Source: an optimization exercise on an open RTL-to-GDS flow (aim: small area, a short achievable clock period and few clock cycles per item). Production flows keep margins and buffers that such runs may drop. Only simulation tests tie the RTL to the original design; equivalence was not proved.

File: design/flow/standard.sh
#!/bin/bash
# synth_recipe.tcl (not shown) runs the flow's synth.tcl, then flattens the netlist and writes it again
# the make line also repeats each setting of config.mk as NAME=value (left out here)
make -C /OpenROAD-flow-scripts/flow DESIGN_CONFIG=/design/flow/config.mk WORK_HOME=/design/flow/orfs CLKGATE_MAP_FILE= SYNTH_SCRIPT=/design/flow/synth_recipe.tcl "${@:-finish}"
File: design/flow/constraint.sdc
create_clock -name core_clock -period 12.0 [get_ports {clk}]
set_input_delay 2.4000 -clock core_clock [delete_from_list [all_inputs] [get_ports {clk}]]
set_output_delay 2.4000 -clock core_clock [all_outputs]
set_load 0.01 [all_outputs]
File: design/flow/design.v
module aes_sbox_ed_a (
    input  wire [7:0]  a,
    input  wire        dec,
    output wire [17:0] m
);
    wire M1, M2, M3, M4, M5, M6, M7, M8, M9, M10, M11, M12, M13, M14, M15, M16, M17, M18, M19, M20, M21, M22, M23, M24, M25, M26, M27, M28, M29, M30, M31, M32, M33, M34, M35, M36, M37, M38, M39, M40, M41, M42, M43, M44, M45, M46, M47, M48, M49, M50, M51, M52, M53, M54, M55, M56, M57, M58, M59, M60, M61, M62, M63, T1, T2, T3, T4, T5, T6, T7, T8, T9, T10, T11, T12, T13, T14, T15, T16, T17, T18, T19, T20, T21, T22, T23, T24, T25, T26, T27, U0, U1, U2, U3, U4, U5, U6, U7;
    wire [7:0] ai;
    assign ai[0] = ~(a[2] ^ a[5] ^ a[7]);
    assign ai[1] = a[0] ^ a[3] ^ a[6];
    assign ai[2] = ~(a[1] ^ a[4] ^ a[7]);
    assign ai[3] = a[0] ^ a[2] ^ a[5];
    assign ai[4] = a[1] ^ a[3] ^ a[6];
    assign ai[5] = a[2] ^ a[4] ^ a[7];
    assign ai[6] = a[0] ^ a[3] ^ a[5];
    assign ai[7] = a[1] ^ a[4] ^ a[6];
    wire [7:0] u = dec ? ai : a;
    assign U0 = u[7];
    assign U1 = u[6];
    assign U2 = u[5];
    assign U3 = u[4];
    assign U4 = u[3];
    assign U5 = u[2];
    assign U6 = u[1];
    assign U7 = u[0];
    assign T1 = U0 ^ U3;
    assign T2 = U0 ^ U5;
    assign T3 = U0 ^ U6;
    assign T4 = U3 ^ U5;
    assign T5 = U4 ^ U6;
    assign T6 = T1 ^ T5;
    assign T7 = U1 ^ U2;
    assign T8 = U7 ^ T6;
    assign T9 = U7 ^ T7;
    assign T10 = T6 ^ T7;
    assign T11 = U1 ^ U5;
    assign T12 = U2 ^ U5;
    assign T13 = T3 ^ T4;
    assign T14 = T6 ^ T11;
    assign T15 = T5 ^ T11;
    assign T16 = T5 ^ T12;
    assign T17 = T9 ^ T16;
    assign T18 = U3 ^ U7;
    assign T19 = T7 ^ T18;
    assign T20 = T1 ^ T19;
    assign T21 = U6 ^ U7;
    assign T22 = T7 ^ T21;
    assign T23 = T2 ^ T22;
    assign T24 = T2 ^ T10;
    assign T25 = T20 ^ T17;
    assign T26 = T3 ^ T16;
    assign T27 = T1 ^ T12;
    assign M1 = T13 & T6;
    assign M2 = T23 & T8;
    assign M3 = T14 ^ M1;
    assign M4 = T19 & U7;
    assign M5 = M4 ^ M1;
    assign M6 = T3 & T16;
    assign M7 = T22 & T9;
    assign M8 = T26 ^ M6;
    assign M9 = T20 & T17;
    assign M10 = M9 ^ M6;
    assign M11 = T1 & T15;
    assign M12 = T4 & T27;
    assign M13 = M12 ^ M11;
    assign M14 = T2 & T10;
    assign M15 = M14 ^ M11;
    assign M16 = M3 ^ M2;
    assign M17 = M5 ^ T24;
    assign M18 = M8 ^ M7;
    assign M19 = M10 ^ M15;
    assign M20 = M16 ^ M13;
    assign M21 = M17 ^ M15;
    assign M22 = M18 ^ M13;
    assign M23 = M19 ^ T25;
    assign M24 = M22 ^ M23;
    assign M25 = M22 & M20;
    assign M26 = M21 ^ M25;
    assign M27 = M20 ^ M21;
    assign M28 = M23 ^ M25;
    assign M29 = M28 & M27;
    assign M30 = M26 & M24;
    assign M31 = M20 & M23;
    assign M32 = M27 & M31;
    assign M33 = M27 ^ M25;
    assign M34 = M21 & M22;
    assign M35 = M24 & M34;
    assign M36 = M24 ^ M25;
    assign M37 = M21 ^ M29;
    assign M38 = M32 ^ M33;
    assign M39 = M23 ^ M30;
    assign M40 = M35 ^ M36;
    assign M41 = M38 ^ M40;
    assign M42 = M37 ^ M39;
    assign M43 = M37 ^ M38;
    assign M44 = M39 ^ M40;
    assign M45 = M42 ^ M41;
    assign M46 = M44 & T6;
    assign M47 = M40 & T8;
    assign M48 = M39 & U7;
    assign M49 = M43 & T16;
    assign M50 = M38 & T9;
    assign M51 = M37 & T17;
    assign M52 = M42 & T15;
    assign M53 = M45 & T27;
    assign M54 = M41 & T10;
    assign M55 = M44 & T13;
    assign M56 = M40 & T23;
    assign M57 = M39 & T19;
    assign M58 = M43 & T3;
    assign M59 = M38 & T22;
    assign M60 = M37 & T20;
    assign M61 = M42 & T1;
    assign M62 = M45 & T4;
    assign M63 = M41 & T2;
    assign m = {M46, M47, M48, M49, M50, M51, M52, M53, M54, M55, M56, M57, M58, M59, M60, M61, M62, M63};
endmodule
module aes_sbox_ed_b (
    input  wire [17:0] m,
    input  wire        dec,
    input  wire [7:0]  k,
    output wire [7:0]  y
);
    wire L0, L1, L2, L3, L4, L5, L6, L7, L8, L9, L10, L11, L12, L13, L14, L15, L16, L17, L18, L19, L20, L21, L22, L23, L24, L25, L26, L27, L28, L29, M46, M47, M48, M49, M50, M51, M52, M53, M54, M55, M56, M57, M58, M59, M60, M61, M62, M63;
    assign {M46, M47, M48, M49, M50, M51, M52, M53, M54, M55, M56, M57, M58, M59, M60, M61, M62, M63} = m;
    assign L0 = M61 ^ M62;
    assign L1 = M50 ^ M56;
    assign L2 = M46 ^ M48;
    assign L3 = M47 ^ M55;
    assign L4 = M54 ^ M58;
    assign L5 = M49 ^ M61;
    assign L6 = M62 ^ L5;
    assign L7 = M46 ^ L3;
    assign L8 = M51 ^ M59;
    assign L9 = M52 ^ M53;
    assign L10 = M53 ^ L4;
    assign L11 = M60 ^ L2;
    assign L12 = M48 ^ M51;
    assign L13 = M50 ^ L0;
    assign L14 = M52 ^ M61;
    assign L15 = M55 ^ L1;
    assign L16 = M56 ^ L0;
    assign L17 = M57 ^ L1;
    assign L18 = M58 ^ L8;
    assign L19 = M63 ^ L4;
    assign L20 = L0 ^ L1;
    assign L21 = L1 ^ L7;
    assign L22 = L3 ^ L12;
    assign L23 = L18 ^ L2;
    assign L24 = L15 ^ L9;
    assign L25 = L6 ^ L10;
    assign L26 = L7 ^ L9;
    assign L27 = L8 ^ L10;
    assign L28 = L11 ^ L14;
    assign L29 = L11 ^ L17;
    wire [7:0] yf;
    assign yf[7] = L6 ^ L24;
    assign yf[6] = ~(L16 ^ L26);
    assign yf[5] = ~(L19 ^ L28);
    assign yf[4] = L6 ^ L21;
    assign yf[3] = L20 ^ L22;
    assign yf[2] = L25 ^ L29;
    assign yf[1] = ~(L13 ^ L27);
    assign yf[0] = ~(L6 ^ L23);
    wire [7:0] yi;
    assign yi[7] = M49 ^ M51 ^ M52 ^ M54 ^ M58 ^ M59 ^ M61 ^ M62 ^ k[7];
    assign yi[6] = M47 ^ M48 ^ M49 ^ M50 ^ M52 ^ M54 ^ M55 ^ M56 ^ M59 ^ M60 ^ M61 ^ M63 ^ k[6];
    assign yi[5] = M47 ^ M48 ^ M49 ^ M50 ^ M52 ^ M54 ^ M56 ^ M57 ^ M58 ^ M60 ^ M61 ^ M62 ^ k[5];
    assign yi[4] = M46 ^ M48 ^ M52 ^ M54 ^ M58 ^ M59 ^ M61 ^ M62 ^ k[4];
    assign yi[3] = M46 ^ M48 ^ M50 ^ M51 ^ M52 ^ M53 ^ M56 ^ M57 ^ M58 ^ M59 ^ M61 ^ M63 ^ k[3];
    assign yi[2] = M46 ^ M47 ^ M50 ^ M51 ^ M52 ^ M54 ^ M58 ^ M59 ^ M61 ^ M62 ^ k[2];
    assign yi[1] = M49 ^ M50 ^ M52 ^ M53 ^ M58 ^ M59 ^ M61 ^ M62 ^ k[1];
    assign yi[0] = M55 ^ M57 ^ M61 ^ M63 ^ k[0];
    assign y = dec ? yi : yf;
endmodule
module aes_sbox_f_a (
    input  wire [7:0]  a,
    output wire [17:0] m
);
    wire M1, M2, M3, M4, M5, M6, M7, M8, M9, M10, M11, M12, M13, M14, M15, M16, M17, M18, M19, M20, M21, M22, M23, M24, M25, M26, M27, M28, M29, M30, M31, M32, M33, M34, M35, M36, M37, M38, M39, M40, M41, M42, M43, M44, M45, M46, M47, M48, M49, M50, M51, M52, M53, M54, M55, M56, M57, M58, M59, M60, M61, M62, M63, T1, T2, T3, T4, T5, T6, T7, T8, T9, T10, T11, T12, T13, T14, T15, T16, T17, T18, T19, T20, T21, T22, T23, T24, T25, T26, T27, U0, U1, U2, U3, U4, U5, U6, U7;
    wire [7:0] u = a;
    assign U0 = u[7];
    assign U1 = u[6];
    assign U2 = u[5];
    assign U3 = u[4];
    assign U4 = u[3];
    assign U5 = u[2];
    assign U6 = u[1];
    assign U7 = u[0];
    assign T1 = U0 ^ U3;
    assign T2 = U0 ^ U5;
    assign T3 = U0 ^ U6;
    assign T4 = U3 ^ U5;
    assign T5 = U4 ^ U6;
    assign T6 = T1 ^ T5;
    assign T7 = U1 ^ U2;
    assign T8 = U7 ^ T6;
    assign T9 = U7 ^ T7;
    assign T10 = T6 ^ T7;
    assign T11 = U1 ^ U5;
    assign T12 = U2 ^ U5;
    assign T13 = T3 ^ T4;
    assign T14 = T6 ^ T11;
    assign T15 = T5 ^ T11;
    assign T16 = T5 ^ T12;
    assign T17 = T9 ^ T16;
    assign T18 = U3 ^ U7;
    assign T19 = T7 ^ T18;
    assign T20 = T1 ^ T19;
    assign T21 = U6 ^ U7;
    assign T22 = T7 ^ T21;
    assign T23 = T2 ^ T22;
    assign T24 = T2 ^ T10;
    assign T25 = T20 ^ T17;
    assign T26 = T3 ^ T16;
    assign T27 = T1 ^ T12;
    assign M1 = T13 & T6;
    assign M2 = T23 & T8;
    assign M3 = T14 ^ M1;
    assign M4 = T19 & U7;
    assign M5 = M4 ^ M1;
    assign M6 = T3 & T16;
    assign M7 = T22 & T9;
    assign M8 = T26 ^ M6;
    assign M9 = T20 & T17;
    assign M10 = M9 ^ M6;
    assign M11 = T1 & T15;
    assign M12 = T4 & T27;
    assign M13 = M12 ^ M11;
    assign M14 = T2 & T10;
    assign M15 = M14 ^ M11;
    assign M16 = M3 ^ M2;
    assign M17 = M5 ^ T24;
    assign M18 = M8 ^ M7;
    assign M19 = M10 ^ M15;
    assign M20 = M16 ^ M13;
    assign M21 = M17 ^ M15;
    assign M22 = M18 ^ M13;
    assign M23 = M19 ^ T25;
    assign M24 = M22 ^ M23;
    assign M25 = M22 & M20;
    assign M26 = M21 ^ M25;
    assign M27 = M20 ^ M21;
    assign M28 = M23 ^ M25;
    assign M29 = M28 & M27;
    assign M30 = M26 & M24;
    assign M31 = M20 & M23;
    assign M32 = M27 & M31;
    assign M33 = M27 ^ M25;
    assign M34 = M21 & M22;
    assign M35 = M24 & M34;
    assign M36 = M24 ^ M25;
    assign M37 = M21 ^ M29;
    assign M38 = M32 ^ M33;
    assign M39 = M23 ^ M30;
    assign M40 = M35 ^ M36;
    assign M41 = M38 ^ M40;
    assign M42 = M37 ^ M39;
    assign M43 = M37 ^ M38;
    assign M44 = M39 ^ M40;
    assign M45 = M42 ^ M41;
    assign M46 = M44 & T6;
    assign M47 = M40 & T8;
    assign M48 = M39 & U7;
    assign M49 = M43 & T16;
    assign M50 = M38 & T9;
    assign M51 = M37 & T17;
    assign M52 = M42 & T15;
    assign M53 = M45 & T27;
    assign M54 = M41 & T10;
    assign M55 = M44 & T13;
    assign M56 = M40 & T23;
    assign M57 = M39 & T19;
    assign M58 = M43 & T3;
    assign M59 = M38 & T22;
    assign M60 = M37 & T20;
    assign M61 = M42 & T1;
    assign M62 = M45 & T4;
    assign M63 = M41 & T2;
    assign m = {M46, M47, M48, M49, M50, M51, M52, M53, M54, M55, M56, M57, M58, M59, M60, M61, M62, M63};
endmodule
module aes_sbox_f_b (
    input  wire [17:0] m,
    output wire [7:0]  y
);
    wire L0, L1, L2, L3, L4, L5, L6, L7, L8, L9, L10, L11, L12, L13, L14, L15, L16, L17, L18, L19, L20, L21, L22, L23, L24, L25, L26, L27, L28, L29, M46, M47, M48, M49, M50, M51, M52, M53, M54, M55, M56, M57, M58, M59, M60, M61, M62, M63;
    assign {M46, M47, M48, M49, M50, M51, M52, M53, M54, M55, M56, M57, M58, M59, M60, M61, M62, M63} = m;
    assign L0 = M61 ^ M62;
    assign L1 = M50 ^ M56;
    assign L2 = M46 ^ M48;
    assign L3 = M47 ^ M55;
    assign L4 = M54 ^ M58;
    assign L5 = M49 ^ M61;
    assign L6 = M62 ^ L5;
    assign L7 = M46 ^ L3;
    assign L8 = M51 ^ M59;
    assign L9 = M52 ^ M53;
    assign L10 = M53 ^ L4;
    assign L11 = M60 ^ L2;
    assign L12 = M48 ^ M51;
    assign L13 = M50 ^ L0;
    assign L14 = M52 ^ M61;
    assign L15 = M55 ^ L1;
    assign L16 = M56 ^ L0;
    assign L17 = M57 ^ L1;
    assign L18 = M58 ^ L8;
    assign L19 = M63 ^ L4;
    assign L20 = L0 ^ L1;
    assign L21 = L1 ^ L7;
    assign L22 = L3 ^ L12;
    assign L23 = L18 ^ L2;
    assign L24 = L15 ^ L9;
    assign L25 = L6 ^ L10;
    assign L26 = L7 ^ L9;
    assign L27 = L8 ^ L10;
    assign L28 = L11 ^ L14;
    assign L29 = L11 ^ L17;
    wire [7:0] yf;
    assign yf[7] = L6 ^ L24;
    assign yf[6] = ~(L16 ^ L26);
    assign yf[5] = ~(L19 ^ L28);
    assign yf[4] = L6 ^ L21;
    assign yf[3] = L20 ^ L22;
    assign yf[2] = L25 ^ L29;
    assign yf[1] = ~(L13 ^ L27);
    assign yf[0] = ~(L6 ^ L23);
    assign y = yf;
endmodule
module aes_core (
    input  wire         clk,
    input  wire         rst,          
    input  wire         key_load,     
    input  wire         key_len256,   
    input  wire [255:0] key_in,
    input  wire         start,        
    input  wire         decrypt,      
    input  wire [127:0] din,
    output wire         ready,
    output reg          done,         
    output wire [127:0] dout
);
    localparam integer SW = 18;       
    localparam integer KW = 18;       
    function automatic [7:0] xtime(input [7:0] b);
        xtime = {b[6:0], 1'b0} ^ (b[7] ? 8'h1b : 8'h00);
    endfunction
    function automatic [31:0] mix_col_k(input [31:0] c, input [31:0] k);
        reg [7:0] a0, a1, a2, a3, t;
        begin
            a0 = c[31:24]; a1 = c[23:16]; a2 = c[15:8]; a3 = c[7:0];
            t = a0 ^ a1 ^ a2 ^ a3;
            mix_col_k[31:24] = (a0 ^ k[31:24]) ^ t ^ xtime(a0 ^ a1);
            mix_col_k[23:16] = (a1 ^ k[23:16]) ^ t ^ xtime(a1 ^ a2);
            mix_col_k[15:8]  = (a2 ^ k[15:8])  ^ t ^ xtime(a2 ^ a3);
            mix_col_k[7:0]   = (a3 ^ k[7:0])   ^ t ^ xtime(a3 ^ a0);
        end
    endfunction
    function automatic [31:0] pre_inv(input [31:0] c);
        reg [7:0] a0, a1, a2, a3, u, v;
        begin
            a0 = c[31:24]; a1 = c[23:16]; a2 = c[15:8]; a3 = c[7:0];
            u = xtime(xtime(a0 ^ a2));
            v = xtime(xtime(a1 ^ a3));
            pre_inv = {a0 ^ u, a1 ^ v, a2 ^ u, a3 ^ v};
        end
    endfunction
    function automatic [7:0] rcon_of(input [3:0] i);
        case (i)
            4'd1:    rcon_of = 8'h01;
            4'd2:    rcon_of = 8'h02;
            4'd3:    rcon_of = 8'h04;
            4'd4:    rcon_of = 8'h08;
            4'd5:    rcon_of = 8'h10;
            4'd6:    rcon_of = 8'h20;
            4'd7:    rcon_of = 8'h40;
            4'd8:    rcon_of = 8'h80;
            4'd9:    rcon_of = 8'h1b;
            4'd10:   rcon_of = 8'h36;
            default: rcon_of = 8'h00;
        endcase
    endfunction
    reg  [255:0] k0;           
    reg  [255:0] klast;        
    reg          kl_valid;     
    reg          cur_k256;     
    reg          sreg;         
    reg  [2:0]   sregc;
    reg          preg;         
    reg          dreg;
    reg  [127:0] din_r;
    reg          ready_r;
    reg  [127:0] dout_r;
    reg          v0, d0, k2560, x0, p0, c0;
    reg  [3:0]   dc0;
    reg          kd1280;
    reg  [3:0]   r0;
    reg  [127:0] s0;
    reg  [255:0] w0;
    reg          v1, d1, k2561, x1, p1, c1, l1;
    reg          kdec1, krot1, dnl1;
    reg  [3:0]   r1;
    reg  [7:0]   rcon1;
    reg  [16*SW-1:0] m1;
    reg  [255:0] w1;
    reg  [KW*4-1:0]  km1;
    assign dout  = dout_r;
    assign ready = ready_r;
    wire [127:0] sh;           
    wire [16*SW-1:0] m_a;
    genvar gi;
    generate
        for (gi = 0; gi < 16; gi = gi + 1) begin : g_a
            localparam integer R  = gi % 4;
            localparam integer C  = gi / 4;
            localparam integer FW = 4 * ((C + R) % 4) + R;       
            localparam integer BW = 4 * ((C + 4 - R) % 4) + R;   
            assign sh[127 - 8*gi -: 8] = dc0[C] ? s0[127 - 8*BW -: 8] : s0[127 - 8*FW -: 8];
            aes_sbox_ed_a u_sa (
                .a   (sh[127 - 8*gi -: 8]),
                .dec (dc0[C]),
                .m   (m_a[SW*gi +: SW])
            );
        end
    endgenerate
    wire        kdec_a = d0 && !x0;                  
    wire [31:0] ks_in  = w0[31:0] ^ (kd1280 ? w0[63:32] : 32'h0);
    wire [KW*4-1:0] km_a;
    generate
        for (gi = 0; gi < 4; gi = gi + 1) begin : g_ka
            aes_sbox_f_a u_ka (
                .a (ks_in[31 - 8*gi -: 8]),
                .m (km_a[KW*gi +: KW])
            );
        end
    endgenerate
    wire [3:0] r_next = r0 + 4'd1;
    wire       l_next = (r_next == (k2560 ? 4'd14 : 4'd10));
    wire       krot_a = !k2560 || r_next[0];
    reg  [3:0] rci;
    always @(*) begin
        case ({k2560, kdec_a})
            2'b00:   rci = r_next + 4'd1;                 
            2'b10:   rci = (r_next + 4'd1) >> 1;          
            2'b01:   rci = 4'd10 - r_next;                
            default: rci = (4'd15 - r_next) >> 1;         
        endcase
    end
    wire [31:0] ksub;
    generate
        for (gi = 0; gi < 4; gi = gi + 1) begin : g_kb
            aes_sbox_f_b u_kb (
                .m (km1[KW*gi +: KW]),
                .y (ksub[31 - 8*gi -: 8])
            );
        end
    endgenerate
    wire [31:0]  kg = krot1 ? ({ksub[23:0], ksub[31:24]} ^ {rcon1, 24'h0}) : ksub;
    wire [127:0] ka = k2561 ? w1[255:128] : w1[127:0];
    wire [31:0]  ka0 = ka[127:96], ka1 = ka[95:64], ka2 = ka[63:32], ka3 = ka[31:0];
    wire [127:0] kn = kdec1 ? {ka0 ^ kg, ka1 ^ ka0, ka2 ^ ka1, ka3 ^ ka2}
                            : {ka0 ^ kg, ka0 ^ ka1 ^ kg, ka0 ^ ka1 ^ ka2 ^ kg, ka0 ^ ka1 ^ ka2 ^ ka3 ^ kg};
    wire [255:0] wn = {w1[127:0], kn};
    wire [127:0] rk = w1[127:0];               
    wire [127:0] t;
    generate
        for (gi = 0; gi < 16; gi = gi + 1) begin : g_b
            aes_sbox_ed_b u_sb (
                .m   (m1[SW*gi +: SW]),
                .dec (d1),
                .k   (rk[127 - 8*gi -: 8]),
                .y   (t[127 - 8*gi -: 8])
            );
        end
    endgenerate
    wire [127:0] rke = d1 ? 128'h0 : rk;
    wire [127:0] tp, tm;
    generate
        for (gi = 0; gi < 4; gi = gi + 1) begin : g_mix
            assign tp[127 - 32*gi -: 32] = pre_inv(t[127 - 32*gi -: 32]);
        end
    endgenerate
    wire [127:0] u  = dnl1 ? tp : t;
    generate
        for (gi = 0; gi < 4; gi = gi + 1) begin : g_mix2
            assign tm[127 - 32*gi -: 32] = mix_col_k(u[127 - 32*gi -: 32], rke[127 - 32*gi -: 32]);
        end
    endgenerate
    wire [127:0] y  = l1 ? (u ^ rke) : tm;
    wire fin      = v1 && l1 && !p1;             
    wire res      = fin && !x1;                  
    wire expdone  = fin && x1;                   
    wire prepdone = v1 && p1;                    
    wire park     = sreg && dreg && !kl_valid;   
    wire acc_k    = key_load && ready_r && !rst;
    wire acc_s    = start && ready_r && !rst;
    wire clr_cap  = acc_k || park;
    wire capture  = res && !d1 && c1 && !clr_cap;
    wire [255:0] kl_new = {w1[127:0], w1[255:128]};
    wire [255:0] wnew = (dreg && kl_valid) ? klast : k0;
    reg          v0n, d0n, k0n, x0n, p0n, c0n;
    reg  [3:0]   r0n;
    always @(*) begin
        if (sreg) begin
            v0n = 1'b1; d0n = dreg; k0n = cur_k256; x0n = park; p0n = 1'b0;
            c0n = !dreg && !kl_valid && !acc_k; r0n = 4'd0;
        end else if (preg) begin
            v0n = 1'b1; d0n = 1'b0; k0n = 1'b0; x0n = 1'b0; p0n = 1'b1;
            c0n = 1'b0; r0n = 4'd15;
        end else if (expdone) begin
            v0n = 1'b1; d0n = 1'b1; k0n = k2561; x0n = 1'b0; p0n = 1'b0;
            c0n = 1'b0; r0n = 4'd0;
        end else begin
            v0n = v1 && !l1 && !p1; d0n = d1; k0n = k2561; x0n = x1; p0n = p1;
            c0n = c1 && !clr_cap; r0n = r1;
        end
        if (rst) v0n = 1'b0;
    end
    wire v1n   = v0 && !rst;
    wire sregn = acc_s;
    wire pregn = acc_k && !key_len256;
    wire klvn  = !(rst || acc_k || park) && (kl_valid || capture || expdone);
    wire k256n = acc_k ? key_len256 : cur_k256;
    wire [3:0] rnn   = r0n + 4'd1;
    wire slotfree_n  = !v0n || ((rnn == (k0n ? 4'd14 : 4'd10)) && !x0n && !p0n);
    wire pend_n      = (v0n && x0n) || (v1n && x0);
    wire park_n      = sregn && decrypt && !klvn;
    wire prep_n      = pregn || (v0n && p0n);
    wire order_n     = v1n && !l_next && (k2560 != k256n);
    always @(posedge clk) begin
        sreg    <= sregn;
        sregc   <= {(start && ready_r) || rst, start && ready_r, (start && ready_r && !key_load) || rst};
        preg    <= pregn;
        dreg    <= decrypt;
        din_r   <= din;
        ready_r <= slotfree_n && !pend_n && !park_n && !prep_n && !order_n;
        if (acc_k) begin
            k0       <= key_len256 ? key_in : {key_in[255:128], key_in[255:128]};
            cur_k256 <= key_len256;
        end else if (prepdone) begin
            k0[127:0] <= kn;
        end
        kl_valid <= klvn;
        v1    <= v1n;
        d1    <= d0;
        k2561 <= k2560;
        x1    <= x0;
        p1    <= p0;
        c1    <= c0 && !clr_cap;
        r1    <= r_next;
        l1    <= l_next;
        kdec1 <= kdec_a;
        krot1 <= krot_a;
        rcon1 <= rcon_of(rci);
        dnl1  <= d0 && !l_next;
        m1    <= m_a;
        km1   <= km_a;
        w1    <= w0;
        dout_r <= y;
        done   <= res && !rst;
        v0     <= v0n;
        d0     <= d0n;
        dc0    <= {d0n & v0n, d0n | !v0n, d0n ^ !v0n, d0n};
        kd1280 <= d0n && !x0n && !k0n;
        k2560  <= k0n;
        x0     <= x0n;
        p0     <= p0n;
        c0     <= c0n;
        r0     <= r0n;
        if (sregc[2])
            s0 <= din_r ^ wnew[255:128];
        else if (expdone)
            s0 <= klast[127:0] ^ rk;
        else
            s0 <= y;
        if (sregc[1])
            w0[255:128] <= wnew[255:128];
        else if (preg)
            w0[255:128] <= k0[255:128];
        else if (expdone)
            w0[255:128] <= kl_new[255:128];
        else
            w0[255:128] <= wn[255:128];
        if (sregc[0])
            w0[127:0] <= wnew[127:0];
        else if (preg)
            w0[127:0] <= k0[127:0];
        else if (expdone)
            w0[127:0] <= kl_new[127:0];
        else
            w0[127:0] <= wn[127:0];
        if (park) begin
            klast[127:0] <= din_r;
        end else if (capture || expdone) begin
            klast <= kl_new;
        end
    end
endmodule
File: design/flow/config.mk
export PLATFORM = sky130hd
export DESIGN_NAME = aes_core
export DESIGN_NICKNAME = aes_core
export VERILOG_FILES = /design/flow/design.v
export SDC_FILE = /design/flow/constraint.sdc
export NUM_CORES = 8
export LEC_CHECK = 0
export CAP_MARGIN = 30
export CORE_MARGIN = 2
export CORE_UTILIZATION = 50
export SLEW_MARGIN = 30
File: design/flow/flow/margin
8.5
File: design/flow/flow/run.sh
#!/bin/bash
# Layout flow: the standard flow (standard synthesis, floorplan, placement,
# CTS, routing) unchanged, except that timing repair aims for a setup slack of
# SETUP_SLACK_MARGIN ns (from flow/margin) instead of 0 against the 12 ns clock,
# so that the tools size and buffer the design for a shorter period.
set -euo pipefail
MARGIN=$(cat flow/margin)
echo "setup margin $MARGIN" > run.log
bash standard.sh SETUP_SLACK_MARGIN="$MARGIN" finish > standard.log 2>&1
echo "done" >> run.log
==> summary.txt, run 1 <==
status timing/DRC/antenna clean; height of the chip between 400 and 500 um; Routed Antenna Nets 0; flop and latch count out of synthesis 1,814; clk sinks roughly 1,800; Crit path top cell by count xnor3_1; worst r2r src m1[160]$_DFF_P_; r2r setup slk approximately 8000 ps; GR Overflow Total 0; critical path cell sequence xnor3_1 -> xnor3_1 -> xnor3_1 -> mux2_4 -> xnor2_4 -> xor3_1 -> nand2_2 -> xnor2_2 -> buf_4 -> xnor3_2 -> or3b_4 -> a31oi_1 -> o21ai_1 -> buf_4; gr usage total a little over two fifths; vias in the first global route between 90,000 and 100k; most frequent cell after synthesis xnor2_1; r2r worst-path depth 14; Hold Path Class flip-flop to flip-flop; GPL Wtd Cong ~0.99; Critical-path top delay cell xor3_1; multi-input logic area between 80,000 and 90,000 um2; FILL cells ~15,000; final hold viol count 0; I/O pins 520; port buffer count slightly above 500; CTS tree yes; drt first pass iters 10; syn_nets 11,799; CTS H-tree depth 4; CP delay by family, top XOR/XNOR gates; Post-route DRC 0; Worst Tran Pin Value 1404 ps; worst path required time around 13,000 ps; via/cell ratio about 6.1; Seq/Total Area, Yosys 36.95%; die area between 200,000 and 250,000 um2; Hold Crit Depth 0; Avg Inst Size Synth a little under 10 um2; Site Rows between 150 and 200; WL per Instance roughly 33 um; Fmax achieved 236.3 MHz; relative slew slack 6.378%; largest net degree at the start of global routing 130; post-synthesis async set-or-reset flop share 0%; synthesized cell area approximately 110,000 um2; crit share post-route 35.27%; first-pass GRT wire length 703,000 um; Synth top area share around 23%; slowest stage delay, CP 440 ps; RSZ-0062 raised after global routing true; Die Wd roughly 480 um; critical path arrival slightly below 5000 ps; insertion delay to the later sink of the worst-skew pair roughly 940 ps; synth-to-layout area growth 44.89%; Placeable Area 222,500 um2; Period minus WS final around 4200 ps; Hold EP w1[199]$_DFF_P_; Slew Viols, Final 0; CP Class flip-flop to flip-flop; critical path startpoint category flip-flop; Synth Instances approximately 11,000; skew final between 100 and 150 ps; fin util around three quarters; ys flop type dfxtp_1; Starting Density roughly half; post-synth cell types 96; Clock Root Buffer clkbuf_16; Finish-stage setup viols 0; post-synth top area cell dfxtp_1; nets@finish 13,629; initial drt markers approximately 13,000; Buf/Inv on CP 2; Post-synth top cells 1,991 x xnor2_1, 1,509 x nand2_1, 1,302 x dfxtp_1; Synth warnings 1; number of max-cap violations 0; clock-pin slew on the worst setup and hold paths around 60 ps; layout cells sized above 1 between 30% and 40%; Synth area leaders dfxtp_1 23%, xnor2_1 16%, edfxtp_1 14%; total routed wirelength 541,300 um; Vias 99,905; CP Capture Type flip-flop; cts hold-fix bufs 0; Detailed Place HPWL roughly 360,000 um; CTS max path bufs 3; initial antenna violation count 63; CTS Buf Count 198; Critical R2R Capture s0[41]$_DFF_P_; hold wc startpoint w0[199]$_DFF_P_; largest fanout on the critical path 3; Storage cell area ~43,000 um2; Fin Setup TNS 0 ps; Post-synth EDFFs 512
-- cells in the final DEF (no fill, tap or decap), types with 96 or more instances in the layout --
| cell | n |
|---|---|
| a211oi_1 | 283 |
| a21oi_1 | 334 |
| a21oi_2 | 115 |
| a22oi_1 | 135 |
| a31oi_1 | 127 |
| buf_12 | 108 |
| buf_4 | 1289 |
| buf_6 | 436 |
| clkbuf_16 | 208 |
| clkdlybuf4s50_1 | 386 |
| dfxtp_1 | 788 |
| dfxtp_2 | 281 |
| dfxtp_4 | 233 |
| edfxtp_1 | 512 |
| mux2i_1 | 326 |
| mux2i_4 | 149 |
| nand2_1 | 1426 |
| nor2_1 | 666 |
| nor2_2 | 116 |
| nor2b_1 | 239 |
| o21ai_0 | 213 |
| xnor2_1 | 1282 |
| xnor2_2 | 506 |
| xnor2_4 | 255 |
| xnor3_1 | 253 |
| xnor3_2 | 112 |
| xor2_1 | 379 |
| xor2_2 | 195 |
| xor2_4 | 96 |
| xor3_1 | 121 |
-- through the flow --
stage	area, um2	hold WS, ps	setup WS, ps	instances
after global routing	162400	300.7	7789	16370
after detailed placement	122400	312.1	5341	14349
final	162500	302.2	7768	16393
after floorplan	114700	309.6	6762	11360
after CTS	150000	288.8	7936	15730
after global placement	122200	309.5	5188	14346
-- repair_timing --
action | in CTS | in global routing
cloned | 47 | 8
pin swaps | 702 | 827
resized for setup | 3140 | 1446
setup endpoints to repair | 1482 | 872
buffers inserted | 961 | 600
-- layer usage --
layer | routed length, um | track usage (%)
met5 | 324 | 0.2311
met4 | 48720 | 30.19
met3 | 70510 | 13.99
met2 | 224400 | 62.03
met1 | 197300 | 56.23
-- state kept, by name, indices dropped and copies added, names as in the netlist, 72 cells and up --
name / flops
din_r: 128
dout_r: 128
k0: 256
klast: 256
km1: 72
m1: 288
s0: 128
w0: 256
w1: 256
-- how the worst max path moves through the flow --
stage	depth (start not counted)	endpoint	slack [ps]	start
global route	14	m1[37]$_DFF_P_	7790	s0[47]$_DFF_P_
floorplan	6	klast[128]$_DFFE_PP_	6760	key_load
finish	14	s0[41]$_DFF_P_	7770	m1[160]$_DFF_P_
global placement	8	k0[27]$_DFFE_PP_	5190	key_load
CTS	14	s0[41]$_DFF_P_	7940	m1[146]$_DFF_P_
detailed placement	8	k0[27]$_DFFE_PP_	5340	key_load
-- cell families after synthesis --
kind of cell	share of synthesized area (%)
buffers and inverters	2.826
AOI/OAI and AO/OA	10.09
muxes	5.154
xor gates and xnor gates	32.50
and+or+nand+nor	11.94
DFF	36.95
adders and majority gates	0.5467
-- cell type report --
| class | count | area share (%) |
|---|---|---|
| multi-input combinational | 8751 | 53.01 |
| antenna | 55 | 0.08470 |
| clock inverter | 99 | 0.7138 |
| clock buffer | 274 | 3.433 |
| sequential | 1814 | 26.26 |
| tap | 2975 | 2.291 |
| timing repair buffer | 2313 | 13.87 |
| timing repair inverter | 6 | 0.04158 |
| inverter | 106 | 0.2949 |
Testbench counts, summed over its fixed seeds: cycles 10,301, blocks 768.
==> run 2: changes to the inputs <==
==> design/flow/flow/margin (replaced) <==
8
==> summary.txt, run 2 <==
Seq/Total Area, Yosys between 30% and 40%; Avg Inst Size Synth between 9 and 10 um2; Critical R2R Capture s0[13]$_DFF_P_; r2r worst-path depth 12; slowest stage delay, CP around 520 ps; Slew Viols, Final 0; Detailed Place HPWL between 300,000 and 400,000 um; number of flip-flops in the largest register approximately 290; insertion delay to the later sink of the worst-skew pair roughly 900 ps; largest net degree at the start of global routing 121; CTS Buf Count between 150 and 200; post-synthesis async set-or-reset flop share 0%; fin util 63.59%; syn_nets ~12,000; r2r setup slk between 7000 and 8000 ps; initial antenna violation count 44; first-pass GRT wire length approximately 650,000 um; Synth top area share 23.24%; critical path cell sequence xnor3_2 -> xnor3_1 -> xnor2_1 -> mux2i_4 -> xnor2_4 -> xor3_1 -> nand2_4 -> xor2_4 -> xnor3_1 -> or3_1 -> a21oi_4 -> o22ai_1; gr usage total between 40% and 50%; initial drt markers 11,835; Hold EP w1[149]$_DFF_P_; most common cell after layout, fill and taps aside xnor2_1; hold wc startpoint w0[149]$_DFF_P_; most frequent cells in the layout 1,595 x xnor2_1, 1,484 x nand2_1, 1,010 x dfxtp_1; synthesized cell area 112,200 um2; Clock Root Buffer clkbuf_16; critical path arrival 4770 ps; worst r2r src m1[236]$_DFF_P_; die area between 200,000 and 250,000 um2; height of the chip ~480 um; CP Capture Type flip-flop; CTS H-tree depth 4; crit share post-route around a third; clk sinks between 1,500 and 2,000; GR Overflow Total 0; largest fanout on the critical path 4; Placeable Area roughly 220,000 um2; CTS max path bufs 3; Hold Path Class flip-flop to flip-flop; flop and latch count out of synthesis ~1,800; RSZ-0062 raised after global routing true; FILL cells 18,084; CP Class flip-flop to flip-flop; drt first pass iters 6; I/O pins between 500 and 600; post-synth cell types 96; Fmax achieved roughly 250 MHz; Hold Crit Depth 0; post-synth top area cell dfxtp_1; cts hold-fix bufs 0; critical path startpoint category flip-flop; Most flops, register m1; final hold viol count 0; Period minus WS final around 4100 ps; CTS tree yes; GPL Wtd Cong 0.9975; Hold WS slightly below 300 ps; Critical-path top delay cell xnor3_2; Crit path top cell by count xnor3_1; worst path required time about 13,000 ps; synth-to-layout area growth 26.16%; Site Rows approximately 170; Worst Tran Pin Value approximately 1200 ps; most frequent cell after synthesis xnor2_1; layout cells sized above 1 a little over a fifth; Die Wd ~480 um; total routed wirelength just under 500,000 um; Post-route DRC 0; number of max-cap violations 0; via/cell ratio 5.955; Synth warnings 1; Synth Instances around 11,000; clock-pin slew on the worst setup and hold paths 60 ps; vias in the first global route approximately 84,000; Synth area leaders dfxtp_1 23%, xnor2_1 16%, edfxtp_1 14%; status timing/DRC/antenna clean; Place WS 5990 ps; Routed Antenna Nets 0; Worst Slack Setup Final 7923 ps; ys flop type dfxtp_1; Post-synth EDFFs 512; Starting Density between 50% and 60%; skew final approximately 85 ps; Finish-stage setup viols 0; relative slew slack between 20% and 30%; Post-synth top cells 1,991 x xnor2_1, 1,509 x nand2_1, 1,302 x dfxtp_1; port buffer count slightly above 500; nets@finish around 13,000; WL per Instance 31.94 um; Vias ~90,000; Fin Setup TNS 0 ps
## run 2: cell type report
type                       instances  area [um2]  area share [%]
clock inverter                    91        1189          0.8401
tap                             2975        3722           2.631
multi-input combinational       8747       76090           53.78
sequential                      1814       42000           29.68
inverter                         106       442.9          0.3130
timing repair buffer            1308       12220           8.633
clock buffer                     285        5738           4.055
timing repair inverter             2       20.02         0.01415
antenna                           30       75.07         0.05306
## run 2: critical path: cells and delay by family, from the launching register on
kind	cells	cell delay, ps
flip-flops	1	420
multiplexers	1	350
AO/OA/AOI/OAI	2	370
XOR/XNOR	7	2250
AND/OR/NAND/NOR	2	540
## run 2: kinds of logic (layout without fill, tap and decap cells)
| family | after synthesis | count (layout) | share of synthesized area (%) |
|---|---|---|---|
| simple gates | 3093 | 3096 | 11.94 |
| other cells | 0 | 30 | 0 |
| flops | 1814 | 1814 | 36.95 |
| buf+inv | 808 | 1792 | 2.826 |
| xor+xnor | 3238 | 3244 | 32.50 |
| mux | 565 | 565 | 5.154 |
| compound gates | 1793 | 1793 | 10.09 |
| fa+ha+maj | 49 | 49 | 0.5467 |
## run 2: per-layer routing
layer	up-vias	GRT usage, %	wire length [um]
li1	40026	-	-
met1	44983	53.84	191200
met2	5432	58.75	204800
met3	1007	12.31	60630
met4	10	22.44	33840
met5	-	0	73
## run 2: worst max path at each step
stage | start | endpoint | slack, ps | depth (start not counted)
floorplan | key_load | klast[128]$_DFFE_PP_ | 6760 | 6
global placement | rst | k0[115]$_DFFE_PP_ | 5770 | 6
detailed placement | rst | k0[95]$_DFFE_PP_ | 5990 | 7
CTS | m1[38]$_DFF_P_ | s0[100]$_DFF_P_ | 7740 | 12
global route | m1[11]$_DFF_P_ | s0[109]$_DFF_P_ | 7850 | 14
finish | m1[236]$_DFF_P_ | s0[13]$_DFF_P_ | 7920 | 12
## run 2: repair_timing
| action | 4_1_cts | 5_1_grt |
|---|---|---|
| pin swaps | 200 | 302 |
| gates resized for setup | 1150 | 768 |
| setup buffers | 274 | 275 |
| setup endpoints to repair | 1271 | 703 |
| cloned | 10 | 22 |
## run 2: stage by stage
stage,cells,area [um2]
after floorplan,11360,112200
after global placement,14368,120200
after detailed placement,14370,120400
after CTS,15030,134800
after global routing,15346,141500
final,15358,141500
==> run 3: changes to the inputs <==
--- a/design/flow/config.mk
+++ b/design/flow/config.mk
@@ -7,5 +7,5 @@
 export LEC_CHECK = 0
 export CAP_MARGIN = 30
 export CORE_MARGIN = 2
-export CORE_UTILIZATION = 50
+export CORE_UTILIZATION = 40
 export SLEW_MARGIN = 30
==> summary.txt, run 3 <==
status timing/DRC/antenna clean; r2r worst-path depth 14; post-synth top area cell dfxtp_1; critical path cell sequence xnor3_1 -> xnor3_2 -> xnor2_2 -> mux2i_4 -> o21a_1 -> o21ai_2 -> buf_4 -> xor2_2 -> buf_4 -> xnor3_2 -> xnor3_1 -> o21ai_2 -> nand3_4 -> a22o_4; CTS H-tree depth 4; CTS max path bufs 4; FILL cells approximately 25,000; height of the chip approximately 530 um; relative slew slack 19.89%; gr usage total 32.77%; Critical R2R Capture s0[28]$_DFF_P_; CP delay by family, top XOR/XNOR gates; Synth warnings 1; flop and latch count out of synthesis approximately 1,800; total routed wirelength just under 500,000 um; Hold Crit Depth 0; I/O pins 520; Synth top area share approximately 23%; Die Wd roughly 530 um; GRT busiest layer met2; Avg Inst Size Synth 9.872 um2; insertion delay to the later sink of the worst-skew pair around 960 ps; Slew Viols, Final 0; Synth area leaders dfxtp_1 23%, xnor2_1 16%, edfxtp_1 14%; first-pass GRT wire length 662,400 um; worst r2r src m1[267]$_DFF_P_; CTS Buf Count 205; Fmax achieved roughly 240 MHz; WL per Instance about 31 um; Post-synth top cells 1,991 x xnor2_1, 1,509 x nand2_1, 1,302 x dfxtp_1; Placeable Area approximately 280,000 um2; ys flop type dfxtp_1; final hold viol count 0; layout cells sized above 1 ~22%; Post-route DRC 0; met1 Use GR 43.68%; Starting Density about two fifths; Clock Root Buffer clkbuf_16; crit share post-route 34.40%; critical path startpoint category flip-flop; via/cell ratio around 5.7; initial drt markers 11,305; most frequent cells in the layout 1,612 x xnor2_1, 1,482 x nand2_1, 1,033 x dfxtp_1; Finish-stage setup viols 0; CTS tree yes; Period minus WS final slightly above 4000 ps; GPL Wtd Cong around 1; Site Rows between 150 and 200; post-synth cell types 96; Fin Setup TNS 0 ps; most frequent cell after synthesis xnor2_1; RSZ-0062 raised after global routing true; met2 GRT Util between 40% and 50%; clock-pin slew on the worst setup and hold paths ~70 ps; CP Class flip-flop to flip-flop; Non-Filler Cell Area, Final about 140,000 um2; Routed Antenna Nets 0; syn_nets about 12,000; number of flip-flops in the largest register between 200 and 300; nets@finish 12,645; Seq/Total Area, Yosys between 30% and 40%; post-synthesis async set-or-reset flop share 0%; port buffer count 519; CP Capture Type flip-flop; largest fanout on the critical path 4; vias in the first global route approximately 85,000; Synth Instances between 10,000 and 15,000; clk sinks roughly 1,800; slowest stage delay, CP 460 ps; Critical-path top delay cell xnor3_2; Most flops, register m1; critical path arrival 4900 ps; Worst Setup SP m1[267]$_DFF_P_; grt met3 use under 10%; r2r setup slk between 7000 and 8000 ps; largest net degree at the start of global routing 145; Vias 91,723; die area around 280,000 um2; fin util 51.03%; skew final approximately 95 ps; GR Overflow Total 0; placed instance area 121,400 um2; number of max-cap violations 0; Worst Tran Pin Value between 1000 and 1500 ps; Buf/Inv on CP 2; Hold Path Class flip-flop to flip-flop; initial antenna violation count 57; most common cell after layout, fill and taps aside xnor2_1; Detailed Place HPWL about 360,000 um; hold wc startpoint w0[56]$_DFF_P_; cts hold-fix bufs 0; worst path required time around 13,000 ps; Hold EP w1[56]$_DFF_P_; drt first pass iters 6; synthesized cell area roughly 110,000 um2; Hold WS roughly 290 ps; Post-synth EDFFs 512; synth-to-layout area growth 27.02%
## run 3: cell counts after synthesis
Identical to the previous run, type by type.
## run 3: worst max path at each step
| stage | endpoint | slack [ps] | cells after the start |
|---|---|---|---|
| after floorplan | klast[128]$_DFFE_PP_ | 6760 | 6 |
| after global placement | ready_r$_DFF_P_ | 5670 | 12 |
| after detailed placement | ready_r$_DFF_P_ | 5560 | 12 |
| after CTS | s0[1]$_DFF_P_ | 7890 | 14 |
| after global routing | s0[43]$_DFF_P_ | 7760 | 14 |
| final | s0[28]$_DFF_P_ | 7870 | 14 |
## run 3: stage by stage
| step | worst slack, ps | std cells |
|---|---|---|
| CTS | 7893 | 15789 |
| global placement | 5670 | 15111 |
| global route | 7765 | 16130 |
| finish | 7872 | 16149 |
| detailed placement | 5556 | 15112 |
| floorplan | 6762 | 11360 |
## run 3: per-layer routing
metal,vias to the layer above,share of wire (%)
li1,40146,-
met1,45076,39
met2,5405,42
met3,1078,11
met4,18,7.7
met5,-,0.024
## run 3: what timing repair did
| item | in CTS | in global routing |
|---|---|---|
| resized for setup | 1240 | 688 |
| buffers inserted | 277 | 308 |
| pin swaps | 218 | 284 |
| endpoints found under the setup margin | 1429 | 669 |
| cloned | 16 | 9 |
## run 3: worst register-to-register path, stage by stage, from the launching register on
cell	delay (ps)
dfxtp_4	370
xnor3_1	420
xnor3_2	460
xnor2_2	190
mux2i_4	200
o21a_1	170
o21ai_2	70
buf_4	180
xor2_2	130
buf_4	160
xnor3_2	460
xnor3_1	440
o21ai_2	240
nand3_4	200
a22o_4	340
## run 3: layout make-up
| type | count | area, um2 | area share, % |
|---|---|---|---|
| Clock buffer | 283 | 5824 | 4.088 |
| Timing Repair Buffer | 1331 | 12360 | 8.679 |
| Tap cell | 3724 | 4659 | 3.271 |
| Timing Repair inverter | 3 | 28.78 | 0.02020 |
| Clock inverter | 101 | 1287 | 0.9038 |
| Inverter | 106 | 442.9 | 0.3109 |
| Antenna cell | 42 | 105.1 | 0.07378 |
| Multi-Input combinational cell | 8745 | 75780 | 53.20 |
| Sequential cell | 1814 | 41960 | 29.46 |
## run 3: cells by family after synthesis
kind of cell	share of synthesized area (%)
AND/OR/NAND/NOR	11.94
adder cells (fa/ha/maj)	0.5467
multiplexers	5.154
buffers and inverters	2.826
XOR/XNOR	32.50
AO/OA/AOI/OAI	10.09
flip-flops	36.95
==> run 4: changes to the inputs <==
--- a/design/flow/design.v
+++ b/design/flow/design.v
@@ -495,7 +495,7 @@
     wire clr_cap  = acc_k || park;
     wire capture  = res && !d1 && c1 && !clr_cap;
     wire [255:0] kl_new = {w1[127:0], w1[255:128]};
-    wire [255:0] wnew = (dreg && kl_valid) ? klast : k0;
+    wire [255:0] wnew = (dreg && kl_valid) ? klast : k0;    
     reg          v0n, d0n, k0n, x0n, p0n, c0n;
     reg  [3:0]   r0n;
     always @(*) begin
@@ -529,7 +529,7 @@
         sreg    <= sregn;
         sregc   <= {(start && ready_r) || rst, start && ready_r, (start && ready_r && !key_load) || rst};
         preg    <= pregn;
-        dreg    <= decrypt;
+        dreg    <= decrypt && start && ready_r;
         din_r   <= din;
         ready_r <= slotfree_n && !pend_n && !park_n && !prep_n && !order_n;
         if (acc_k) begin
@@ -571,22 +571,16 @@
             s0 <= klast[127:0] ^ rk;
         else
             s0 <= y;
-        if (sregc[1])
+        if (sregc[1] || preg)
             w0[255:128] <= wnew[255:128];
-        else if (preg)
-            w0[255:128] <= k0[255:128];
-        else if (expdone)
-            w0[255:128] <= kl_new[255:128];
         else
-            w0[255:128] <= wn[255:128];
-        if (sregc[0])
+            w0[255:128] <= w1[127:0];
+        if (sregc[0] || preg)
             w0[127:0] <= wnew[127:0];
-        else if (preg)
-            w0[127:0] <= k0[127:0];
         else if (expdone)
-            w0[127:0] <= kl_new[127:0];
+            w0[127:0] <= w1[255:128];
         else
-            w0[127:0] <= wn[127:0];
+            w0[127:0] <= kn;
         if (park) begin
             klast[127:0] <= din_r;
         end else if (capture || expdone) begin
--- a/design/flow/config.mk
+++ b/design/flow/config.mk
@@ -7,5 +7,6 @@
 export LEC_CHECK = 0
 export CAP_MARGIN = 30
 export CORE_MARGIN = 2
-export CORE_UTILIZATION = 40
+export CORE_UTILIZATION = 50
 export SLEW_MARGIN = 30
+export TNS_END_PERCENT = 40
==> summary.txt, run 4 <==
largest net degree at the start of global routing 131; initial antenna violation count 41; port buffer count between 500 and 600; Routed Antenna Nets 0; cts hold-fix bufs 0; post-synthesis async set-or-reset flop share 0%; initial drt markers ~11,000; clk sinks 1,814; most common cell after layout, fill and taps aside xnor2_1; largest fanout on the critical path 50; Synth top area share 24.49%; total routed wirelength about 450,000 um; I/O pins 520; crit share post-route 35.15%; synth-to-layout area growth 28.07%; critical path startpoint category input pin; die area 216,600 um2; Starting Density between 50% and 60%; insertion delay to the later sink of the worst-skew pair 900 ps; drt first pass iters 8; Post-synth EDFFs ~510; cell count after placement ~14,000; vias in the first global route around 80,000; Clock Root Buffer clkbuf_16; synthesized cell area around 110,000 um2; worst path required time roughly 13,000 ps; RSZ-0062 raised after global routing true; Post-synth top cells 2,306 x xnor2_1, 1,302 x dfxtp_1, 984 x nand2_1; Hold Path Class flip-flop to flip-flop; ys flop type dfxtp_1; CTS max path bufs 3; Slew Viols, Final 0; number of max-cap violations 0; flop and latch count out of synthesis 1,814; Site Rows around 170; Avg Inst Size Synth between 10 and 15 um2; Fin Setup TNS 0 ps; Vias approximately 84,000; Synth warnings 1; Worst Tran Pin Value 1210 ps; CP Capture Type flip-flop; Fmax achieved 237.1 MHz; FILL cells approximately 17,000; final hold viol count 0; clock-pin slew on the worst setup and hold paths approximately 60 ps; Layout Cells excl Fill 14,528; layout cells sized above 1 a little over a fifth; Post-route DRC 0; most frequent cell after synthesis xnor2_1; Period minus WS final around 4200 ps; number of flip-flops in the largest register between 200 and 300; first-pass GRT wire length 608,500 um; CTS H-tree depth 4; most frequent cells in the layout 1,815 x xnor2_1, 1,053 x dfxtp_1, 953 x nand2_1; Most flops, register m1; post-synth top area cell dfxtp_1; Finish-stage setup viols 0; GR Overflow Total 0; CTS tree yes; Synth area leaders dfxtp_1 24%, xnor2_1 19%, edfxtp_1 14%; height of the chip between 400 and 500 um; CTS Buf Count roughly 200; Detailed Place HPWL around 340,000 um; syn_nets approximately 11,000; nets@finish 11,953; post-synth cell types between 70 and 80; Synth Instances approximately 11,000; skew final ~90 ps; status timing/DRC/antenna clean; gr usage total roughly 40%; Seq/Total Area, Yosys 38.93%; GPL Wtd Cong 1.021; Placeable Area around 210,000 um2; via/cell ratio roughly 5.8; WL per Instance ~31 um; CP Class input pin to flip-flop; Die Wd about 470 um; relative slew slack a little under a fifth; critical path arrival between 4000 and 5000 ps
## run 4: final cells by class
type | instances | area, um2 | area share [%]
diodes | 22 | 55.05 | 0.04039
clock buffers | 291 | 5667 | 4.157
clock inverters | 77 | 1081 | 0.7930
inverters | 94 | 389.1 | 0.2855
multi-input cells | 8084 | 71430 | 52.40
flip-flops and latches | 1814 | 41910 | 30.75
well taps | 2821 | 3530 | 2.589
repair buffers | 1324 | 12240 | 8.981
repair inverters | 1 | 8.758 | 0.006425
## run 4: kinds of logic (layout without fill, tap and decap cells)
family | after synthesis | after routing | share of synthesized area (%)
multiplexers | 615 | 615 | 5.893
other | 0 | 22 | 0
buffers and inverters | 697 | 1787 | 2.531
AO/OA/AOI/OAI | 1434 | 1434 | 8.289
flip-flops | 1814 | 1814 | 38.93
AND/OR/NAND/NOR | 2527 | 2532 | 10.37
XOR/XNOR | 3450 | 3454 | 33.41
adder cells (fa/ha/maj) | 49 | 49 | 0.5760
## run 4: final timing paths
| check | from | to | slack, ps | cells after the start |
|---|---|---|---|---|
| max | key_load | klast[163]$_DFFE_PP_ | 7780 | 10 |
| min | w0[166]$_DFF_P_ | w1[166]$_DFF_P_ | 300 | 0 |
| max reg2reg | m1[7]$_DFF_P_ | s0[112]$_DFF_P_ | 7790 | 16 |
| min reg2reg | w0[166]$_DFF_P_ | w1[166]$_DFF_P_ | 300 | 0 |
## run 4: repair_timing
action | in CTS | in global routing
setup buffers | 299 | 290
cloned | 14 | 6
gates resized for setup | 1021 | 776
pin swaps | 256 | 344
endpoints found under the setup margin | 1223 | 873
## run 4: per-stage QoR
step | util, % | area (um2) | setup slack (ps) | hold slack (ps)
2_1_floorplan | - | 106500 | 6528 | 309.6
3_3_place_gp | 54.06 | 114500 | 5577 | 309.8
6_report | 64.34 | 136300 | 7782 | 295.2
5_1_grt | 64.32 | 136300 | 7708 | 299.2
4_1_cts | 61.06 | 129400 | 7726 | 299.7
3_5_place_dp | 54.09 | 114600 | 5533 | 312.1
## run 4: metal layers
layer	vias up	routed length (um)	GRT usage [%]
li1	37170	-	-
met4	12	29980	21.71
met5	-	80	0
met1	41332	178800	53.63
met3	832	56760	13.05
met2	4568	188400	57.22
## run 4: worst max-delay path, stage by stage
cell and delay (ps):
clkdlybuf4s50_1 500, nand2_1 120, or2_4 260, inv_16 120, nor4b_4 290, o21ai_4 110, buf_4 170, nor2_4 90
buf_4 170, buf_12 310
Testbench counts of run 4, summed over its fixed seeds: cycles 10,301, blocks 768.
==> run 5: changes to the inputs <==
--- a/design/flow/config.mk
+++ b/design/flow/config.mk
@@ -9,4 +9,4 @@
 export CORE_MARGIN = 2
 export CORE_UTILIZATION = 50
 export SLEW_MARGIN = 30
-export TNS_END_PERCENT = 40
+export TNS_END_PERCENT = 10
==> summary.txt, run 5 <==
CTS H-tree depth 4; synth-to-layout area growth 24.31%; drt first pass iters 19; crit path capture w0[9]$_DFF_P_; CP Capture Type flip-flop; number of flip-flops in the largest register 288; Fin Setup TNS 0 ps; FILL cells between 15,000 and 20,000; Placeable Area around 210,000 um2; Storage cell area about 42,000 um2; final hold viol count 0; CP Class flip-flop to flip-flop; most frequent cells in the layout 1,935 x xnor2_1, 1,115 x dfxtp_1, 963 x nand2_1; Hold WS between 300 and 400 ps; ys flop type dfxtp_1; Site Rows about 170; hold wc startpoint w0[125]$_DFF_P_; cts hold-fix bufs 0; Post-synth EDFFs roughly 500; Non-Filler Cell Area, Final about 130,000 um2; r2r worst-path depth 12; initial antenna violation count 66; synthesized cell area approximately 110,000 um2; Synth top area share between 20% and 30%; worst path required time between 10,000 and 15,000 ps; Period minus WS final roughly 4400 ps; post-synthesis async set-or-reset flop share 0%; initial drt markers roughly 11,000; port buffer count 519; Worst Setup SP km1[56]$_DFF_P_; vias in the first global route 77,693; CTS tree yes; placed instance area 114,700 um2; gr usage total between 30% and 40%; Hold Path Class flip-flop to flip-flop; post-synth top area cell dfxtp_1; skew final ~85 ps; die area 216,600 um2; Most flops, register m1; Seq/Total Area, Yosys between 30% and 40%; Slew Viols, Final 0; Vias ~83,000; GR Overflow Total 0; clk sinks about 1,800; GPL Wtd Cong about 1.0; largest fanout on the critical path 3; Synth area leaders dfxtp_1 24%, xnor2_1 19%, edfxtp_1 14%; worst r2r src km1[56]$_DFF_P_; Die Wd 465.4 um; via/cell ratio between 5 and 6; nets@finish approximately 12,000; multi-input logic area slightly below 70,000 um2; critical path startpoint category flip-flop; Routed Antenna Nets 0; Detailed Place HPWL ~340,000 um; RSZ-0062 raised after global routing true; Starting Density 50.24%; Finish-stage setup viols 0; number of max-cap violations 0; largest net degree at the start of global routing 152; Synth Instances about 11,000; Worst Slack Setup Final 7613 ps; first-pass GRT wire length a little over 600,000 um; I/O pins 520; most frequent cell after synthesis xnor2_1; Post-route DRC 0; WL per Instance around 31 um; r2r setup slk ~7600 ps; status timing/DRC/antenna clean; Fmax achieved between 200 and 250 MHz; height of the chip roughly 470 um; Worst Tran Pin Value 1233 ps; post-synth cell types a little under 80; insertion delay to the later sink of the worst-skew pair about 900 ps; relative slew slack 17.23%; most common cell after layout, fill and taps aside xnor2_1; flop and latch count out of synthesis about 1,800; Post-synth top cells 2,306 x xnor2_1, 1,302 x dfxtp_1, 984 x nand2_1; Synth warnings 1; Avg Inst Size Synth 10.05 um2; crit share post-route a little over a third; CTS Buf Count 197; total routed wirelength ~450,000 um; Critical R2R Capture w0[9]$_DFF_P_; Clock Root Buffer clkbuf_16; layout cells sized above 1 between 15 and 20%; CTS max path bufs 3; syn_nets around 11,000; critical path arrival approximately 5100 ps; clock-pin slew on the worst setup and hold paths 70 ps; Place WS 5327 ps
-- run 5: layer usage --
metal | global-route usage (%) | vias up | part of all wire (%)
met5 | 0 | - | 0.026
met4 | 20.03 | 16 | 6.4
met3 | 12.37 | 809 | 12
met2 | 57.89 | 4576 | 42
met1 | 53.69 | 40818 | 40
li1 | - | 36806 | -
-- run 5: critical path, stage by stage (launching register included) --
cell      delay, ps
dfxtp_1         340
xnor2_1         410
xnor2_1         200
xnor2_1         870
mux2i_1         370
xnor2_1         500
buf_4           270
xnor2_1          90
o21ai_0         600
xnor2_1         240
nand2_1          90
o211ai_1        130
o21ai_0         120
-- run 5: cell families (layout without fill, tap and decap cells) --
kind of cell    Yosys count  count (layout)  share of synthesized area [%]
mux                     615             615                          5.893
flops                  1814            1814                          38.93
other cells               0              19                              0
simple gates           2527            2532                          10.37
compound gates         1434            1434                          8.289
buf+inv                 697            1601                          2.531
xor+xnor               3450            3452                          33.41
fa+ha+maj                49              49                         0.5760
-- run 5: worst min-delay path by stage --
stage / cells after the start / endpoint
floorplan: 0 / p1$_DFF_P_
global placement: 0 / w1[139]$_DFF_P_
detailed placement: 0 / w1[116]$_DFF_P_
CTS: 0 / w1[125]$_DFF_P_
global route: 0 / w1[72]$_DFF_P_
finish: 0 / w1[125]$_DFF_P_
-- run 5: what timing repair did --
item / CTS / global route
pin swaps: 148 / 177
resized for setup: 801 / 478
cloned: 17 / 7
setup buffers: 193 / 209
setup endpoints to repair: 1298 / 773
-- run 5: stage by stage --
step	util, %	std cells
6_report	62.45	14337
5_1_grt	62.44	14335
4_1_cts	60.13	14100
3_5_place_dp	54.13	13518
3_3_place_gp	54.03	13516
2_1_floorplan	-	10586
-- run 5: cell type report --
| cell class | instances | share of cell area (%) |
|---|---|---|
| Clock buffer | 280 | 4.272 |
| Multi-Input combinational cell | 8082 | 52.33 |
| Tap cell | 2821 | 2.668 |
| Clock inverter | 92 | 0.7631 |
| Timing Repair inverter | 1 | 0.006620 |
| Timing Repair Buffer | 1134 | 8.066 |
| Inverter | 94 | 0.2941 |
| Antenna cell | 19 | 0.03593 |
| Sequential cell | 1814 | 31.57 |
==> run 6: changes to the inputs <==
==> design/flow/flow/margin (replaced) <==
9
==> summary.txt, run 6 <==
status timing/DRC/antenna clean; Vias roughly 86,000; largest fanout on the critical path 4; Post-synth top cells 2,306 x xnor2_1, 1,302 x dfxtp_1, 984 x nand2_1; critical path arrival between 4000 and 5000 ps; CP Class flip-flop to flip-flop; Clock Root Buffer clkbuf_16; Synth area leaders dfxtp_1 24%, xnor2_1 19%, edfxtp_1 14%; slowest stage delay, CP 630 ps; CTS max path bufs 3; insertion delay to the later sink of the worst-skew pair ~910 ps; WL per Instance ~32 um; drt first pass iters 7; most frequent cell after synthesis xnor2_1; GR Overflow Total 0; crit share post-route 36.38%; height of the chip approximately 470 um; Hold Crit Depth 0; worst path required time 12,610 ps; Placeable Area 211,900 um2; r2r worst-path depth 12; Period minus WS final between 4000 and 5000 ps; number of max-cap violations 0; placed instance area 114,700 um2; Worst Tran Pin Value about 1200 ps; Most flops, register m1; relative slew slack 19.53%; Routed Antenna Nets 0; port buffer count ~520; multi-input logic area around 75,000 um2; multiplexer share of the synthesized area about 5.9%; post-synth cell types 77; Fin Setup TNS 0 ps; post-synthesis async set-or-reset flop share 0%; CP delay by family, top XOR/XNOR gates; CTS Buf Count 197; layout cells sized above 1 a little over a quarter; Finish-stage setup viols 0; Non-Filler Cell Area, Final 142,500 um2; most common cell after layout, fill and taps aside xnor2_1; flop and latch count out of synthesis 1,814; synth-to-layout area growth 33.86%; Starting Density 50.24%; Adder-Cell Fraction of Synth Area less than 1%; XOR/XNOR Fraction of Synth Area ~33%; number of flip-flops in the largest register between 200 and 300; CP Capture Type flip-flop; die area 216,600 um2; first-pass GRT wire length 619,400 um; largest family of logic cells by synthesized area XOR/XNOR gates; initial antenna violation count 67; Synth warnings 1; Post-synth EDFFs between 500 and 600; total routed wirelength ~470,000 um; Post-route DRC 0; gr usage total between 40% and 50%; Detailed Place HPWL roughly 340,000 um; critical path startpoint category flip-flop; vias in the first global route roughly 80,000; Hold Path Class flip-flop to flip-flop; ys flop type dfxtp_1; stages on the worst setup path 12; Synth Area in Compound Gates 8.289%; fin util between 60% and 70%; most frequent cells in the layout 1,696 x xnor2_1, 1,008 x dfxtp_1, 932 x nand2_1; post-synth top area cell dfxtp_1; Seq/Total Area, Yosys slightly below 40%; largest net degree at the start of global routing 152; GPL Wtd Cong 1.034; cts hold-fix bufs 0; clock-pin slew on the worst setup and hold paths 60 ps; CTS H-tree depth 4; Buf/Inv on CP 0; final hold viol count 0; I/O pins 520; syn_nets between 10,000 and 15,000; synthesized cell area 106,400 um2; Fmax achieved roughly 230 MHz; FILL cells ~16,000; CTS tree yes; Site Rows roughly 170; skew final 83.53 ps; nets@finish ~12,000; via/cell ratio between 5 and 6; initial drt markers 10,824; RSZ-0062 raised after global routing true; Slew Viols, Final 0; Synth Instances between 10,000 and 15,000; Crit path top cell by count xnor2_1; Avg Inst Size Synth 10.05 um2; Synth top area share 24.49%; clk sinks around 1,800; Storage cell area between 40,000 and 50,000 um2; critical path cell sequence xnor2_1 -> xnor2_1 -> xnor2_1 -> xor2_1 -> nor2_1 -> a21oi_1 -> xnor2_1 -> xnor2_1 -> o21ai_1 -> xor2_1 -> nand2_1 -> o21ai_0; Post-Synth Simple-Gate Area about a tenth; Critical-path top delay cell a21oi_1; Place WS about 5300 ps; Worst Slack Setup Final between 7000 and 8000 ps; Die Wd ~470 um
run 6: cell counts after synthesis:
No cell type changed its count.
run 6: area by class of cell:
class,instances,area share [%]
sequential,1814,29.53
tap,2821,2.477
clock buffer,280,3.968
clock inverter,92,0.7087
multi-input combinational,8085,52.34
antenna,29,0.05093
timing repair inverter,2,0.01229
inverter,94,0.2784
timing repair buffer,1630,10.63
run 6: worst paths after layout:
| check | end | slack [ps] | startpoint |
|---|---|---|---|
| max | k0[24]$_DFFE_PP_ | 7630 | km1[33]$_DFF_P_ |
| min | w1[109]$_DFF_P_ | 320 | w0[109]$_DFF_P_ |
| max reg2reg | k0[24]$_DFFE_PP_ | 7630 | km1[33]$_DFF_P_ |
| min reg2reg | w1[109]$_DFF_P_ | 320 | w0[109]$_DFF_P_ |
run 6: kinds of logic (layout without fill, tap and decap cells):
logic type                 Yosys count  count (layout)
AOI/OAI and AO/OA                 1434            1434
xor gates and xnor gates          3450            3455
adders and majority gates           49              49
buffers and inverters              697            2098
DFF                               1814            1814
muxes                              615             615
other                                0              29
and+or+nand+nor                   2527            2532
run 6: per-stage QoR:
step,hold WS (ps),std cells
global placement,309.6,13516
global route,324.4,14839
finish,321.0,14847
CTS,317.9,14335
floorplan,309.6,10586
detailed placement,312.1,13518
run 6: worst register-to-register path: cells and delay by family (launching register included):
kind | cells | cell delay (ps)
AO/OA/AOI/OAI | 3 | 1330
XOR/XNOR | 7 | 2300
AND/OR/NAND/NOR | 2 | 140
flip-flops | 1 | 320
run 6: timing repair:
item / in CTS / in global routing
endpoints found under the hold margin: 0 / 0
gates cloned: 28 / 12
setup endpoints to repair: 1610 / 1485
setup buffers: 417 / 468
pin swaps: 416 / 446
gates resized for setup: 1498 / 1068
run 6: routing by layer:
metal  up-vias  track usage (%)  routed length (um)
li1      37809                -                   -
met1     42712            54.50              183300
met2      4829            58.87              196700
met3       956            13.09               57330
met4        22            21.76               32730
met5         -                0                 149

-- static timing again, ports no longer ideal --
In the flow no input, the clock included, has a driving cell. The finished layouts below were timed again as built, in two steps.
Step 1 sets driving cells, clkbuf_16 on the clock port and buf_2 on the other inputs (assumed; they add their load-dependent delay and slew).
Step 2 times the ports against the registers' clock, not the clock port: input delays grow and output delays shrink by t, the midpoint of the rising clock arrivals with the driver on.
Three values: no drivers, after step 1, after step 2; two values: the first two.
run	t, ns	setup slack, ns	worst setup path after step 2	cell pins on the clock port's net
run 1	0.993	7.768 / 7.768 / 7.496	input to register	1
run 2	0.982	7.923 / 7.920 / 7.043	input to register	1
run 3	1.022	7.872 / 7.872 / 7.186	input to register	1
run 4	0.952	7.782 / 7.711 / 6.891	input to register	1
run 5	0.952	7.613 / 7.613 / 6.940	input to register	1
run 6	0.960	7.634 / 7.634 / 6.970	input to register	1
After both steps setup and hold are still met in every run listed. For run 4, which loses most, drivers alone change the setup slack by -0.071 ns; drivers and shift together by -0.891 ns.
